From an optimization exercise on the open Yosys and OpenROAD flow, aimed at a short achievable clock period and few clock cycles per item; shortcuts taken in it are not production practice. Only simulation tests tie the RTL to the original design; equivalence was not proved. Power is estimated from default activity; no workload was simulated.

## flow/design.v (module list and top-level ports; edited modules follow where they fit)
// module chk_unit: 39 lines
// module chk_feedpre: 353 lines
// module chk_engine: 368 lines
// module chk_block: 418 lines
module chk_block (
    input  wire        clk,
    input  wire        rst,          
    input  wire        flr,          
    input  wire        req_valid,
    output wire        req_ready,
    input  wire        req_write,
    input  wire        req_host,     
    input  wire [7:0]  req_addr,
    input  wire [31:0] req_wdata,
    output reg         rsp_valid,
    output reg  [31:0] rsp_rdata
);
  // ...
==> flow/flow/run.sh <==
#!/bin/bash
# Standard synthesis, then the standard layout with timing repair aiming
# well below the clock period (the SDC is unchanged).
set -e
bash standard.sh synth > synth.log 2>&1
bash standard.sh SETUP_SLACK_MARGIN=9.5 finish > layout.log 2>&1
==> flow/standard.sh <==
#!/bin/bash
# synth_recipe.tcl (not shown) runs the flow's synth.tcl, then flattens the netlist and writes it again
# the make line also repeats each setting of config.mk as NAME=value (left out here)
make -C /OpenROAD-flow-scripts/flow DESIGN_CONFIG=/design/flow/config.mk WORK_HOME=/design/flow/orfs CLKGATE_MAP_FILE= SYNTH_SCRIPT=/design/flow/synth_recipe.tcl "${@:-finish}"
==> flow/config.mk <==
export PLATFORM = sky130hd
export DESIGN_NAME = chk_block
export DESIGN_NICKNAME = chk_block
export VERILOG_FILES = /design/flow/design.v
export SDC_FILE = /design/flow/constraint.sdc
export NUM_CORES = 8
export LEC_CHECK = 0
export ABC_CLOCK_PERIOD_IN_PS = 2000
export CAP_MARGIN = 20
export CORE_MARGIN = 2
export CORE_UTILIZATION = 55
export PLACE_DENSITY = 0.65
export SLEW_MARGIN = 20
==> flow/constraint.sdc <==
create_clock -name core_clock -period 13.0 [get_ports {clk}]
set_input_delay 2.6000 -clock core_clock [delete_from_list [all_inputs] [get_ports {clk}]]
set_output_delay 2.6000 -clock core_clock [all_outputs]
set_load 0.01 [all_outputs]
==> summary.md, run 1 <==
| Metric | Value |
|---|---|
| Final instance area | roughly 100,000 sq um |
| I/O pin total | 80 |
| Crit-path max cell delay | 390 ps |
| Setup Skew | ~69 ps |
| Final nets | 10,900 |
| Synth Area in Simple Gates | 0.142 |
| Non-clock buffers | between 400 and 500 |
| DRT iter0 DRCs | between 10,000 and 15,000 |
| Cells after DPL | 12,400 |
| Met3 wire len | ~63,000 um |
| WHS Path Cells | 0 |
| CP Capture Type | primary output |
| CTS sink cnt | 1,621 |
| GR Util met2 | 0.665 |
| DR WL/cell | 32.3 um |
| Post-Syn Instances | about 11,000 |
| CLK BUF | between 200 and 250 |
| Final GP Congestion | about 1.1 |
| Internal power | about 10 mW |
| Reg2reg end | cv2[2]$_DFF_P_ |
| P_leak | 38.1 nW |
| Switching Share | 0.363 |
| Largest net degree at the start of global routing | approximately 80 |
| Flop2flop setup slack | approximately 9400 ps |
| Run status | no timing/DRC/antenna violations |
| Post-synthesis cell area | ~90,000 sq um |
| Final setup fails | 0 |
| Power Dens Cells | about 160 nW/um^2 |
| Met3 Usage GRT | 0.181 |
| Clock root cell | clkbuf_16 |
| Drt pass-1 iters | 17 |
| Top class by area | multi-input combinational cells |
| GR peak layer | met2 |
| TritonCTS Buffers | 166 |
Testbench counts, summed over its fixed seeds: cycles 4,740, bytes 12,977.
==> module chk_unit, before the edit <==
module chk_unit (
    input  wire        clk,
    input  wire        rst,         
    input  wire        we,          
    input  wire [2:0]  n_alg,
    input  wire [31:0] n_v,
    input  wire [31:0] n_c,
    input  wire        n_red,
    input  wire        n_pend,
    input  wire [7:0]  n_aux,
    input  wire [31:0] n_cnt,
    output reg  [2:0]  alg,
    output reg  [31:0] v,
    output reg  [31:0] c,
    output reg         red,
    output reg         pend,
    output reg  [7:0]  aux,
    output reg  [31:0] cnt
);
    always @(posedge clk) begin
        if (rst) begin
            alg  <= 3'd2;
            v    <= 32'hFFFF_FFFF;
            c    <= 32'd0;
            red  <= 1'b0;
            pend <= 1'b0;
            aux  <= 8'h00;
            cnt  <= 32'd0;
        end else if (we) begin
            alg  <= n_alg;
            v    <= n_v;
            c    <= n_c;
            red  <= n_red;
            pend <= n_pend;
            aux  <= n_aux;
            cnt  <= n_cnt;
        end
    end
endmodule
==> module chk_block, before the edit <==
module chk_block (
    input  wire        clk,
    input  wire        rst,          
    input  wire        flr,          
    input  wire        req_valid,
    output wire        req_ready,
    input  wire        req_write,
    input  wire        req_host,     
    input  wire [7:0]  req_addr,
    input  wire [31:0] req_wdata,
    output reg         rsp_valid,
    output reg  [31:0] rsp_rdata
);
    function [15:0] rotl1;
        input [15:0] a;
        rotl1 = {a[14:0], a[15]};
    endfunction
    function [15:0] madd;
        input [15:0] a;
        input [15:0] b;
        reg [15:0] g, p, gg, pp, gn, pn;
        reg        cin;
        integer i, d;
        begin
            g = a & b;
            p = a ^ b;
            gg = g;
            pp = p;
            for (d = 1; d < 16; d = d * 2) begin
                gn = gg;
                pn = pp;
                for (i = d; i < 16; i = i + 1) begin
                    gn[i] = gg[i] | (pp[i] & gg[i - d]);
                    pn[i] = pp[i] & pp[i - d];
                end
                gg = gn;
                pp = pn;
            end
            cin = gg[15] | pp[15];
            madd[0] = p[0] ^ cin;
            for (i = 1; i < 16; i = i + 1)
                madd[i] = p[i] ^ (gg[i - 1] | (pp[i - 1] & cin));
        end
    endfunction
    function [15:0] madd_c;
        input [15:0] a;
        input [15:0] b;
        madd_c = madd(a, b) & {16{~&(a & b)}};
    endfunction
    function [15:0] maj;
        input [15:0] a;
        input [15:0] b;
        input [15:0] e;
        maj = (a & b) | (a & e) | (b & e);
    endfunction
    function [31:0] width_mask;
        input [2:0] alg;
        width_mask = (alg == 3'd0) ? 32'h0000_00FF :
                     (alg == 3'd1) ? 32'h0000_FFFF : 32'hFFFF_FFFF;
    endfunction
    reg rst_q;                       
    reg ready_q;
    always @(posedge clk) begin
        rst_q <= rst;
        if (rst)
            ready_q <= 1'b1;
    end
    assign req_ready = ready_q;
    reg        v0, f0, w0, h0;
    reg [7:0]  a0;
    reg [31:0] d0;
    always @(posedge clk) begin
        v0 <= req_valid && !rst;
        f0 <= flr && !rst;
        w0 <= req_write;
        h0 <= req_host;
        a0 <= req_addr;
        d0 <= req_wdata;
    end
    wire       is_status = (a0 == 8'h00);
    wire       is_unit   = (a0[7:6] == 2'b01 || a0[7:6] == 2'b10) && !a0[3];
    wire [2:0] usel      = {a0[7], a0[5:4]};
    wire [2:0] rsel      = a0[2:0];
    wire owned_drop = v0 && w0 && is_unit && h0 && !usel[2];
    wire uwr        = v0 && w0 && is_unit && !owned_drop;
    wire [7:0]  pd8;
    wire [15:0] pd16;
    wire [31:0] pd32, pd32c;
    wire [15:0] py1p0, py2p0, py1p1, py2p1;
    wire [7:0]  phb0, phb1;
    chk_feedpre pre (
        .d(d0), .n1(rsel == 3'd1), .n2(rsel == 3'd2), .n4(rsel == 3'd3),
        .d8(pd8), .d16(pd16), .d32(pd32), .d32c(pd32c),
        .y1p0(py1p0), .y2p0(py2p0), .y1p1(py1p1), .y2p1(py2p1),
        .hb0(phb0), .hb1(phb1)
    );
    reg        f1, uop1, uwr1, own1, clr1, rd1, rdu1, rds1;
    reg        k_ctrl1, k_feed1, k_state1, k_aux1, k_count1;
    reg        n1_1, n2_1, n4_1;
    reg [2:0]  u1, rr1;
    reg [31:0] wd1;
    reg [7:0]  d8_1;
    reg [15:0] d16_1;
    reg [31:0] d32_1, d32c_1;
    reg [15:0] y1p0_1, y2p0_1, y1p1_1, y2p1_1;
    reg [7:0]  hb0_1, hb1_1;
    always @(posedge clk) begin
        if (rst_q) begin
            f1 <= 1'b0; uop1 <= 1'b0; uwr1 <= 1'b0; own1 <= 1'b0;
            clr1 <= 1'b0; rd1 <= 1'b0; rdu1 <= 1'b0; rds1 <= 1'b0;
            k_ctrl1 <= 1'b0; k_feed1 <= 1'b0; k_state1 <= 1'b0;
            k_aux1 <= 1'b0; k_count1 <= 1'b0;
        end else begin
            f1       <= f0;
            uop1     <= v0 && is_unit;
            uwr1     <= uwr;
            own1     <= owned_drop;
            clr1     <= v0 && w0 && is_status;
            rd1      <= v0 && !w0;
            rdu1     <= v0 && !w0 && is_unit;
            rds1     <= v0 && !w0 && is_status;
            k_ctrl1  <= uwr && (rsel == 3'd0);
            k_feed1  <= uwr && (rsel == 3'd1 || rsel == 3'd2 || rsel == 3'd3);
            k_state1 <= uwr && (rsel == 3'd4);
            k_aux1   <= uwr && (rsel == 3'd5);
            k_count1 <= uwr && (rsel == 3'd7);
        end
        n1_1   <= (rsel == 3'd1);
        n2_1   <= (rsel == 3'd2);
        n4_1   <= (rsel == 3'd3);
        u1     <= usel;
        rr1    <= rsel;
        wd1    <= d0;
        d8_1   <= pd8;
        d16_1  <= pd16;
        d32_1  <= pd32;
        d32c_1 <= pd32c;
        y1p0_1 <= py1p0;
        y2p0_1 <= py2p0;
        y1p1_1 <= py1p1;
        y2p1_1 <= py2p1;
        hb0_1  <= phb0;
        hb1_1  <= phb1;
    end
    reg        f2, uop2, wr2, own2, clr2, bad2, rd2, rdu2, rds2;
    reg [2:0]  u2, rr2;
    reg [1:0]  wd2;                  
    reg [2:0]  a_alg2;               
    reg        a_pend2, a_red2;
    reg [7:0]  a_aux2;
    reg [31:0] cnt2;                 
    reg        ci2, cf2, cw2;        
    reg [2:0]  cn2;                  
    reg [31:0] cwd2;                 
    reg [31:0] cv2, cc2;             
    reg [31:0] kv2, kx2;             
    reg        kc2, sfl2, sred2, k2_2;
    reg [2:0]  s8_2, s16_2, s32_2, s32c_2;
    reg [15:0] y1_2, y2_2, at1_2, at2_2;
    reg        luop, lwe, rv3, rs3, ru3;
    reg [2:0]  lu, rr3;
    reg [2:0]  l_alg;
    reg        l_pend, l_red;
    reg [7:0]  l_aux;
    reg [31:0] l_cnt, l_v, l_c;
    reg [1:0]  flags3;
    reg [15:0] l_r1v, l_r1c, l_r2v, l_r2c;
    wire [2:0]  u_alg  [0:7];
    wire [31:0] u_v    [0:7];
    wire [31:0] u_c    [0:7];
    wire        u_red  [0:7];
    wire        u_pend [0:7];
    wire [7:0]  u_aux  [0:7];
    wire [31:0] u_cnt  [0:7];
    wire zap  = f2 && u1[2];                     
    wire fwd1 = uop2 && (u2 == u1);              
    wire fwd2 = luop && (lu == u1);              
    reg [2:0]  s_alg;
    reg        s_pend, s_red;
    reg [7:0]  s_aux;
    reg [31:0] o_v, o_c;             
    reg [31:0] o_cnt;                
    always @(*) begin
        if (zap) begin
            s_alg = 3'd2; s_pend = 1'b0; s_aux = 8'h00; s_red = 1'b0;
        end else if (fwd1) begin
            s_alg = a_alg2; s_pend = a_pend2; s_aux = a_aux2; s_red = a_red2;
        end else if (fwd2) begin
            s_alg = l_alg; s_pend = l_pend; s_aux = l_aux; s_red = l_red;
        end else begin
            s_alg = u_alg[u1]; s_pend = u_pend[u1]; s_aux = u_aux[u1];
            s_red = u_red[u1];
        end
        if (zap) begin
            o_v = 32'hFFFF_FFFF; o_c = 32'd0; o_cnt = 32'd0;
        end else if (fwd2) begin
            o_v = l_v; o_c = l_c; o_cnt = l_cnt;
        end else begin
            o_v = u_v[u1]; o_c = u_c[u1]; o_cnt = u_cnt[u1];
        end
    end
    wire       alg_ok  = (wd1[2:0] <= 3'd4);
    wire [2:0] alg_new = alg_ok ? wd1[2:0] : s_alg;
    wire       init    = k_ctrl1 && wd1[31];
    wire       is_c8   = (s_alg == 3'd0);
    wire       is_c16  = (s_alg == 3'd1);
    wire       is_c32  = (s_alg == 3'd2);
    wire       is_c32c = (s_alg == 3'd3);
    wire       is_fl   = (s_alg == 3'd4);
    wire       fl_upd  = k_feed1 && is_fl && (s_pend || !n1_1);
    wire [31:0] mask   = width_mask(s_alg);
    reg [31:0] init_value;
    always @(*) begin
        case (alg_new)
            3'd1:    init_value = 32'h0000_FFFF;
            3'd2:    init_value = 32'hFFFF_FFFF;
            3'd3:    init_value = 32'hFFFF_FFFF;
            default: init_value = 32'h0000_0000;
        endcase
    end
    reg [31:0] p_kv, p_kx;
    always @(*) begin
        p_kv = 32'hFFFF_FFFF;
        p_kx = 32'd0;
        if (k_feed1) begin
            if (is_c8) begin
                p_kv = 32'hFFFF_FF00; p_kx = {24'd0, d8_1};
            end else if (is_c16) begin
                p_kv = 32'hFFFF_0000; p_kx = {16'd0, d16_1};
            end else if (is_c32) begin
                p_kv = 32'd0; p_kx = d32_1;
            end else if (is_c32c) begin
                p_kv = 32'd0; p_kx = d32c_1;
            end else if (fl_upd) begin
                p_kv = 32'd0;
            end
        end
        if (k_ctrl1 && (init || s_red))
            p_kv = 32'd0;
        if (init)
            p_kx = init_value;
        if (k_state1) begin
            p_kv = ~mask;
            p_kx = wd1 & mask;
        end
    end
    wire p_kc = !(init || (k_ctrl1 && s_red) || k_state1 || fl_upd);
    wire [2:0] nsz = {n4_1, n2_1, n1_1};
    always @(posedge clk) begin
        if (rst_q) begin
            f2 <= 1'b0; uop2 <= 1'b0; wr2 <= 1'b0; own2 <= 1'b0; clr2 <= 1'b0;
            bad2 <= 1'b0; rd2 <= 1'b0; rdu2 <= 1'b0; rds2 <= 1'b0;
        end else begin
            f2   <= f1;
            uop2 <= uop1;
            wr2  <= uwr1;
            own2 <= own1;
            clr2 <= clr1;
            bad2 <= k_ctrl1 && !alg_ok;
            rd2  <= rd1;
            rdu2 <= rdu1;
            rds2 <= rds1;
        end
        u2  <= u1;
        rr2 <= rr1;
        wd2 <= wd1[1:0];
        a_alg2  <= k_ctrl1 ? alg_new : s_alg;
        a_pend2 <= init ? 1'b0 :
                   (k_feed1 && is_fl) ? (s_pend ^ n1_1) :
                   k_aux1 ? wd1[8] : s_pend;
        a_aux2  <= init ? 8'h00 :
                   (k_feed1 && is_fl && (!s_pend || !n1_1)) ? (s_pend ? hb1_1 : hb0_1) :
                   k_aux1 ? wd1[7:0] : s_aux;
        ci2     <= init;
        cf2     <= k_feed1;
        cw2     <= k_count1;
        cn2     <= nsz;
        cwd2    <= wd1;
        a_red2  <= (init || k_ctrl1 || k_state1) ? 1'b0 :
                   fl_upd ? 1'b1 : s_red;
        kv2    <= p_kv;
        kx2    <= p_kx;
        kc2    <= p_kc;
        s8_2   <= (k_feed1 && is_c8)   ? nsz : 3'd0;
        s16_2  <= (k_feed1 && is_c16)  ? nsz : 3'd0;
        s32_2  <= (k_feed1 && is_c32)  ? nsz : 3'd0;
        s32c_2 <= (k_feed1 && is_c32c) ? nsz : 3'd0;
        sfl2   <= fl_upd;
        sred2  <= k_ctrl1 && !init && s_red;
        k2_2   <= n4_1;
        y1_2   <= s_pend ? y1p1_1 : y1p0_1;
        y2_2   <= s_pend ? y2p1_1 : y2p0_1;
        at1_2  <= s_pend ? {8'h00, s_aux} : 16'h0000;
        at2_2  <= !s_pend ? 16'h0000 : n4_1 ? {7'h00, s_aux, 1'b0} : {8'h00, s_aux};
    end
    wire [31:0] e_v, e_c;
    chk_engine eng (
        .v(cv2), .c(cc2), .kv(kv2), .kc(kc2), .kx(kx2),
        .s8(s8_2), .s16(s16_2), .s32(s32_2), .s32c(s32c_2),
        .s_fl(sfl2), .s_red(sred2), .k2(k2_2), .y1(y1_2), .y2(y2_2),
        .at1(at1_2), .at2(at2_2),
        .n_v(e_v), .n_c(e_c)
    );
    wire [31:0] e_cnt = ci2 ? 32'd0 :
                        cf2 ? cnt2 + {29'd0, cn2} :
                        cw2 ? cwd2 : cnt2;
    always @(posedge clk) begin
        cv2  <= fwd1 ? e_v : o_v;
        cc2  <= fwd1 ? e_c : o_c;
        cnt2 <= fwd1 ? e_cnt : o_cnt;
    end
    wire [15:0] cv2a = cv2[15:0];
    wire [15:0] cc2a = cc2[15:0];
    wire [15:0] cv2b = cv2[31:16];
    wire [15:0] cc2b = cc2[31:16];
    wire [15:0] rb   = {8'h00, a_aux2};
    wire [15:0] r1v  = cv2a ^ cc2a ^ rb;
    wire [15:0] r1c  = rotl1(maj(cv2a, cc2a, rb));
    wire [15:0] ta   = cv2b ^ cc2b ^ cv2a;
    wire [15:0] tb   = rotl1(maj(cv2b, cc2b, cv2a));
    wire [15:0] tc   = cc2a ^ rb ^ ta;
    wire [15:0] td   = rotl1(maj(cc2a, rb, ta));
    wire [15:0] r2v  = tb ^ tc ^ td;
    wire [15:0] r2c  = rotl1(maj(tb, tc, td));
    reg bad_alg_flag;
    reg unit_owned_flag;
    always @(posedge clk) begin
        if (rst_q) begin
            bad_alg_flag    <= 1'b0;
            unit_owned_flag <= 1'b0;
        end else begin
            if (bad2)
                bad_alg_flag <= 1'b1;
            else if (clr2 && wd2[1])
                bad_alg_flag <= 1'b0;
            if (own2)
                unit_owned_flag <= 1'b1;
            else if (clr2 && wd2[0])
                unit_owned_flag <= 1'b0;
        end
    end
    always @(posedge clk) begin
        if (rst_q) begin
            luop <= 1'b0; lwe <= 1'b0; rv3 <= 1'b0;
        end else begin
            luop <= uop2;
            lwe  <= wr2;
            rv3  <= rd2;
        end
        lu     <= u2;
        rs3    <= rds2;
        ru3    <= rdu2;
        rr3    <= rr2;
        l_alg  <= a_alg2;
        l_pend <= a_pend2;
        l_red  <= a_red2;
        l_aux  <= a_aux2;
        l_cnt  <= e_cnt;
        l_v    <= e_v;
        l_c    <= e_c;
        flags3 <= {bad_alg_flag, unit_owned_flag};
        l_r1v  <= r1v;
        l_r1c  <= r1c;
        l_r2v  <= r2v;
        l_r2c  <= r2c;
    end
    genvar g;
    generate
        for (g = 0; g < 8; g = g + 1) begin : u
            chk_unit unit (
                .clk(clk),
                .rst(rst_q || (f2 && (g >= 4))),
                .we(lwe && (lu == g)),
                .n_alg(l_alg), .n_v(l_v), .n_c(l_c), .n_red(l_red),
                .n_pend(l_pend), .n_aux(l_aux), .n_cnt(l_cnt),
                .alg(u_alg[g]), .v(u_v[g]), .c(u_c[g]), .red(u_red[g]),
                .pend(u_pend[g]), .aux(u_aux[g]), .cnt(u_cnt[g])
            );
        end
    endgenerate
    wire [31:0] plain = l_red ? {madd_c(l_v[31:16], l_c[31:16]),
                                 madd_c(l_v[15:0], l_c[15:0])} : l_v;
    wire [31:0] q_fl  = {madd_c(l_r2v, l_r2c), madd_c(l_r1v, l_r1c)};
    reg [31:0] result;
    always @(*) begin
        case (l_alg)
            3'd0:    result = plain & 32'h0000_00FF;
            3'd1:    result = plain & 32'h0000_FFFF;
            3'd2:    result = ~plain;
            3'd3:    result = ~plain;
            3'd4:    result = l_pend ? q_fl : plain;
            default: result = plain;
        endcase
    end
    reg [31:0] rd_value;
    always @(*) begin
        rd_value = 32'd0;
        if (rs3)
            rd_value = {30'd0, flags3};
        else if (ru3) begin
            case (rr3)
                3'd0: rd_value = {29'd0, l_alg};
                3'd4: rd_value = plain & width_mask(l_alg);
                3'd5: rd_value = {23'd0, l_pend, l_aux};
                3'd6: rd_value = result;
                3'd7: rd_value = l_cnt;
                default: rd_value = 32'd0;    
            endcase
        end
    end
    always @(posedge clk) begin
        if (rst_q)
            rsp_valid <= 1'b0;
        else
            rsp_valid <= rv3;
        rsp_rdata <= rd_value;
    end
endmodule
==> inputs of run 2 (changes only) <==
--- a/flow/design.v
+++ b/flow/design.v
@@ -4,14 +4,10 @@
     input  wire        we,          
     input  wire [2:0]  n_alg,
-    input  wire [31:0] n_v,
-    input  wire [31:0] n_c,
-    input  wire        n_red,
+    input  wire [31:0] n_state,
     input  wire        n_pend,
     input  wire [7:0]  n_aux,
     input  wire [31:0] n_cnt,
     output reg  [2:0]  alg,
-    output reg  [31:0] v,
-    output reg  [31:0] c,
-    output reg         red,
+    output reg  [31:0] state,
     output reg         pend,
     output reg  [7:0]  aux,
@@ -20,19 +16,15 @@
     always @(posedge clk) begin
         if (rst) begin
-            alg  <= 3'd2;
-            v    <= 32'hFFFF_FFFF;
-            c    <= 32'd0;
-            red  <= 1'b0;
-            pend <= 1'b0;
-            aux  <= 8'h00;
-            cnt  <= 32'd0;
+            alg   <= 3'd2;
+            state <= 32'hFFFF_FFFF;
+            pend  <= 1'b0;
+            aux   <= 8'h00;
+            cnt   <= 32'd0;
         end else if (we) begin
-            alg  <= n_alg;
-            v    <= n_v;
-            c    <= n_c;
-            red  <= n_red;
-            pend <= n_pend;
-            aux  <= n_aux;
-            cnt  <= n_cnt;
+            alg   <= n_alg;
+            state <= n_state;
+            pend  <= n_pend;
+            aux   <= n_aux;
+            cnt   <= n_cnt;
         end
     end
@@ -928,6 +920,4 @@
     wire [2:0]  u_alg  [0:7];
     wire [31:0] u_v    [0:7];
-    wire [31:0] u_c    [0:7];
-    wire        u_red  [0:7];
     wire        u_pend [0:7];
     wire [7:0]  u_aux  [0:7];
@@ -950,5 +940,5 @@
         end else begin
             s_alg = u_alg[u1]; s_pend = u_pend[u1]; s_aux = u_aux[u1];
-            s_red = u_red[u1];
+            s_red = 1'b0;
         end
         if (zap) begin
@@ -957,5 +947,5 @@
             o_v = l_v; o_c = l_c; o_cnt = l_cnt;
         end else begin
-            o_v = u_v[u1]; o_c = u_c[u1]; o_cnt = u_cnt[u1];
+            o_v = u_v[u1]; o_c = 32'd0; o_cnt = u_cnt[u1];
         end
     end
@@ -1125,4 +1115,6 @@
         l_r2c  <= r2c;
     end
+    wire [31:0] plain = l_red ? {madd_c(l_v[31:16], l_c[31:16]),
+                                 madd_c(l_v[15:0], l_c[15:0])} : l_v;
     genvar g;
     generate
@@ -1132,13 +1124,11 @@
                 .rst(rst_q || (f2 && (g >= 4))),
                 .we(lwe && (lu == g)),
-                .n_alg(l_alg), .n_v(l_v), .n_c(l_c), .n_red(l_red),
-                .n_pend(l_pend), .n_aux(l_aux), .n_cnt(l_cnt),
-                .alg(u_alg[g]), .v(u_v[g]), .c(u_c[g]), .red(u_red[g]),
-                .pend(u_pend[g]), .aux(u_aux[g]), .cnt(u_cnt[g])
+                .n_alg(l_alg), .n_state(plain), .n_pend(l_pend),
+                .n_aux(l_aux), .n_cnt(l_cnt),
+                .alg(u_alg[g]), .state(u_v[g]), .pend(u_pend[g]),
+                .aux(u_aux[g]), .cnt(u_cnt[g])
             );
         end
     endgenerate
-    wire [31:0] plain = l_red ? {madd_c(l_v[31:16], l_c[31:16]),
-                                 madd_c(l_v[15:0], l_c[15:0])} : l_v;
     wire [31:0] q_fl  = {madd_c(l_r2v, l_r2c), madd_c(l_r1v, l_r1c)};
     reg [31:0] result;
--- a/flow/config.mk
+++ b/flow/config.mk
@@ -10,4 +10,6 @@
 export CORE_MARGIN = 2
 export CORE_UTILIZATION = 55
+export CTS_CLUSTER_DIAMETER = 80
+export CTS_CLUSTER_SIZE = 30
 export PLACE_DENSITY = 0.65
 export SLEW_MARGIN = 20
==> summary.md, run 2 <==
| Metric | Value |
|---|---|
| Most frequent cells in the layout | nand2_1, dfxtp_1, xnor2_1 |
| Non-Filler Instances | about 11,000 |
| Clk pin slew, worst setup/hold paths | 120 ps |
| Clock root cell | clkbuf_16 |
| Crit path kind | reg2out |
| Crit-path max cell delay | 380 ps (about the same) |
| Residual DRC count | 0 |
| Pins Over Slew Limit | 0 |
| P_leak | 34.3 nW (-10%) |
| Crit start category | flip-flop |
| Power Dens Cells | 142 nW/um^2 (-9.4%) |
| FILL cells | ~12,000 |
| Cells after DPL | 10,800 (-13%) |
| Vias post-DR | just over 70,000 |
| Synthesized flop and latch total | about 1,400 |
| CP Capture Type | primary output |
| Setup Skew | 67.3 ps (-1.44 ps) |
| Fin crit share | 0.295 |
| Met2 Routed Length | between 100,000 and 150,000 um |
| Area contributors post-synth | dfxtp_1, xnor2_1, nand2_1, a21oi_1, xor2_1 |
| DR top layer | met5 |
| Most common cell in the netlist | nand2_1 |
| Syn Nets | 9,629 |
| Share of layout cells above drive strength 1 | 0.113 |
| Final setup fails | 0 (unchanged) |
| DR WL/cell | 31.0 um (-4.0%) |
| Vias per inst | 6.55 |
| Worst path required time | around 10,000 ps |
| Routed WL | between 300,000 and 400,000 um |
| First-pass GRT wire length | 484,000 um |
| Die H | between 300 and 400 um |
| Final hold slack | between 300 and 400 ps |
| Core area | 143,000 sq um |
| I/O pin total | 80 (unchanged) |
| Die area | between 100,000 and 150,000 sq um |
| Crit path buf inv count | 1 |
| Number of I/O port buffers | 78 |
| CTS sink cnt | 1,357 (-16%) |
| H-tree levels | 3 |
| Crit path DAT | around 1200 ps |
| Instance count on the critical path | 1 |
| Post-Syn Instances | 9,272 (-14%) |
| Post-synthesis cell area | 79,300 sq um (-12%) |
| Area Growth Syn to Fin | 11.9% |
| Share of the synthesized area in the top cell type | 0.343 |
| Worst r2r path cells | 11 |
| Crit path max-delay cell type | dfxtp_4 |
| Wl on met1 | roughly 130,000 um |
| Largest net degree at the start of global routing | 97 (+20%) |
| Fin crit period | about 3800 ps |
| Run status | no timing/DRC/antenna violations |
| DRT iter0 DRCs | 10,900 (-25%) |
| Sequential share of the synthesized area | 0.343 |
| Setup tns final | 0 ps |
| Initial antenna violation count | 15 |
| TritonCTS Buffers | 75 (-55%) |
| Maximum VDD drop | ~0.16 mV |
| Peak Freq | 261 MHz |
| Die width | 384 um |
| Yosys Warn Count | 4 |
| Met3 wire len | 42,900 um (-31%) |
| Max FO, Critical Path | 1 |
| WHS Path Cells | 0 (unchanged) |
| Total power | between 10 and 15 mW |
| Final Hold Vio Count | 0 |
| Cell variety after synth | 98 |
| Skew-Pair Late Insertion Delay | 740 ps |
| Tot GR Track Use | 0.449 |
| Vias in the first global route | roughly 67,000 |
| Max cap viols | 0 |
| Final nets | 9,482 (-13%) |
| Drt pass-1 iters | 10 (-7) |
| CTS tree | yes |
| GRT Residual Overflow | 0 |
| Syn avg cell area | ~8.6 sq um |
| Synth top cells by count | nand2_1, dfxtp_1, xnor2_1 |
| EDFF count, synth | 0 |
| Worst-Margin Slew | ~1200 ps |
| Antenna viol nets, final | 0 |
| CP delay by family, top | flip-flops |
| Clock buffer depth | 3 |
| Slew headroom | 0.190 |
| Cell accounting for the most synthesized area | dfxtp_1 |
| Final Core Density | 0.619 |
| Largest regs | u.unit.cnt x256, u.unit.state x256, u.unit.aux x64 |
| Dpl hpwl | approximately 240,000 um |
| Hold Path Class | reg2reg |
| Async set-reset flop share out of synthesis | 0 |
| RSZ-0062 raised after global routing | yes |
| Row cnt | about 140 |
| Top FF cell, synth | dfxtp_1 |
| Initial Utilization | 0.553 |
| Final GP Congestion | 1.05 (-1.4%) |
| Critical Path, Cell by Cell | buf_6 |
| Commonest non-fill, non-tap cell in the layout | nand2_1 |
[run 2: changes by cell type in the layout (fill, tap and decap cells not counted), sizes merged, moves of 33 or more]
cell    delta
nand2    -472
nand3b    -53
xor2      -47
a21oi    -359
clkbuf   -149
a211o     -68
mux2i     -33
dfxtp    -264
o211ai   +107
mux2      -38
xnor2     -77
nor2      -91
o21ai     -67
[run 2: area by class of cell]
cell class | instances | area [sq um] | share of cell area
Timing Repair Buffer | 476 | 4840 | 0.0546
Inverter | 281 | 1110 | 0.0126
Sequential cell | 1357 | 27300 | 0.307
Tap cell | 1903 | 2380 | 0.0268
Clock inverter | 46 | 806 | 0.00908
Multi-Input combinational cell | 6934 | 50300 | 0.567
Antenna cell | 6 | 15.0 | 0.000169
Clock buffer | 82 | 1970 | 0.0222
[run 2: per-stage QoR]
stage	setup WS (ps)	instance area, sq um
6_report	9160	88700
5_1_grt	9130	88700
4_1_cts	9130	86600
3_5_place_dp	8000	81700
3_3_place_gp	7940	81700
2_1_floorplan	9460	79300
[run 2: worst paths after layout]
check | slack, ps | from | end
worst max-delay path | 9160 | rsp_rdata[1]$_DFF_P_ | rsp_rdata[1]
worst min-delay path | 330 | rr2[2]$_DFF_P_ | rr3[2]$_DFF_P_
worst max register to register | 9380 | cv2[2]$_DFF_P_ | cv2[3]$_DFF_P_
worst min register to register | 330 | rr2[2]$_DFF_P_ | rr3[2]$_DFF_P_
[run 2: cell families (layout without fill, tap and decap cells)]
group	after synthesis	after routing	synth area share
compound gates	2256	2256	0.187
xor+xnor	1666	1666	0.197
fa+ha+maj	311	311	0.0622
buf+inv	982	885	0.0485
flops	1357	1357	0.343
mux	187	187	0.0288
other cells	1	7	0.0000473
simple gates	2512	2513	0.134
[run 2: routing by layer]
metal  up-vias  global-route usage
met5         -                   0
met4        12               0.277
met3      1121               0.104
met2      5206               0.653
met1     34800               0.602
li1      31500                   -
[run 2: where the power goes]
part           switching, mW  internal, mW
logic                   2.95          2.05
registers              0.231          4.44
clock network           1.66          1.25
total                   4.84          7.75
[run 2: repair_timing]
action,CTS,global route
setup buffers,71,95
pin swaps,37,59
hold buffers,0,0
setup endpoints to repair,476,321
gates cloned,3,8
gates resized for setup,428,236
[run 2: worst register-to-register path: stages, from the launching register on]
cell,delay (ps)
dfxtp_2,480
buf_12,240
xor2_1,230
clkbuf_8,200
buf_12,170
xor2_1,320
xnor2_1,160
xnor2_1,140
a222oi_1,760
nand4_1,310
xnor2_1,260
a41oi_1,140
Testbench counts of run 2, summed over its fixed seeds: cycles 4,740, bytes 12,977.

-- re-timing with driven ports --
How much do the figures lean on ideal ports? The routed layouts below were timed once more, with nothing changed but the port constraints.
Step 1 assumes that a clkbuf_16 drives the clock port and a buf_2 every other input.
Step 2, shift: input delay + t, output delay - t, t = (earliest + latest rising clock arrival at the registers) / 2. This alone moves slack from input paths to output paths.
Slacks: no drivers / after step 1 / after step 2; pairs: no drivers / after step 1.
run | t, ns | slack for setup (ns) | slew at the worst register clock pin (ns)
run 1 | 0.910 | 9.039 / 8.953 / 9.368 | 0.07 / 0.07
run 2 | 0.784 | 9.162 / 9.084 / 9.382 | 0.12 / 0.12
After both steps setup and hold are still met in every run listed.
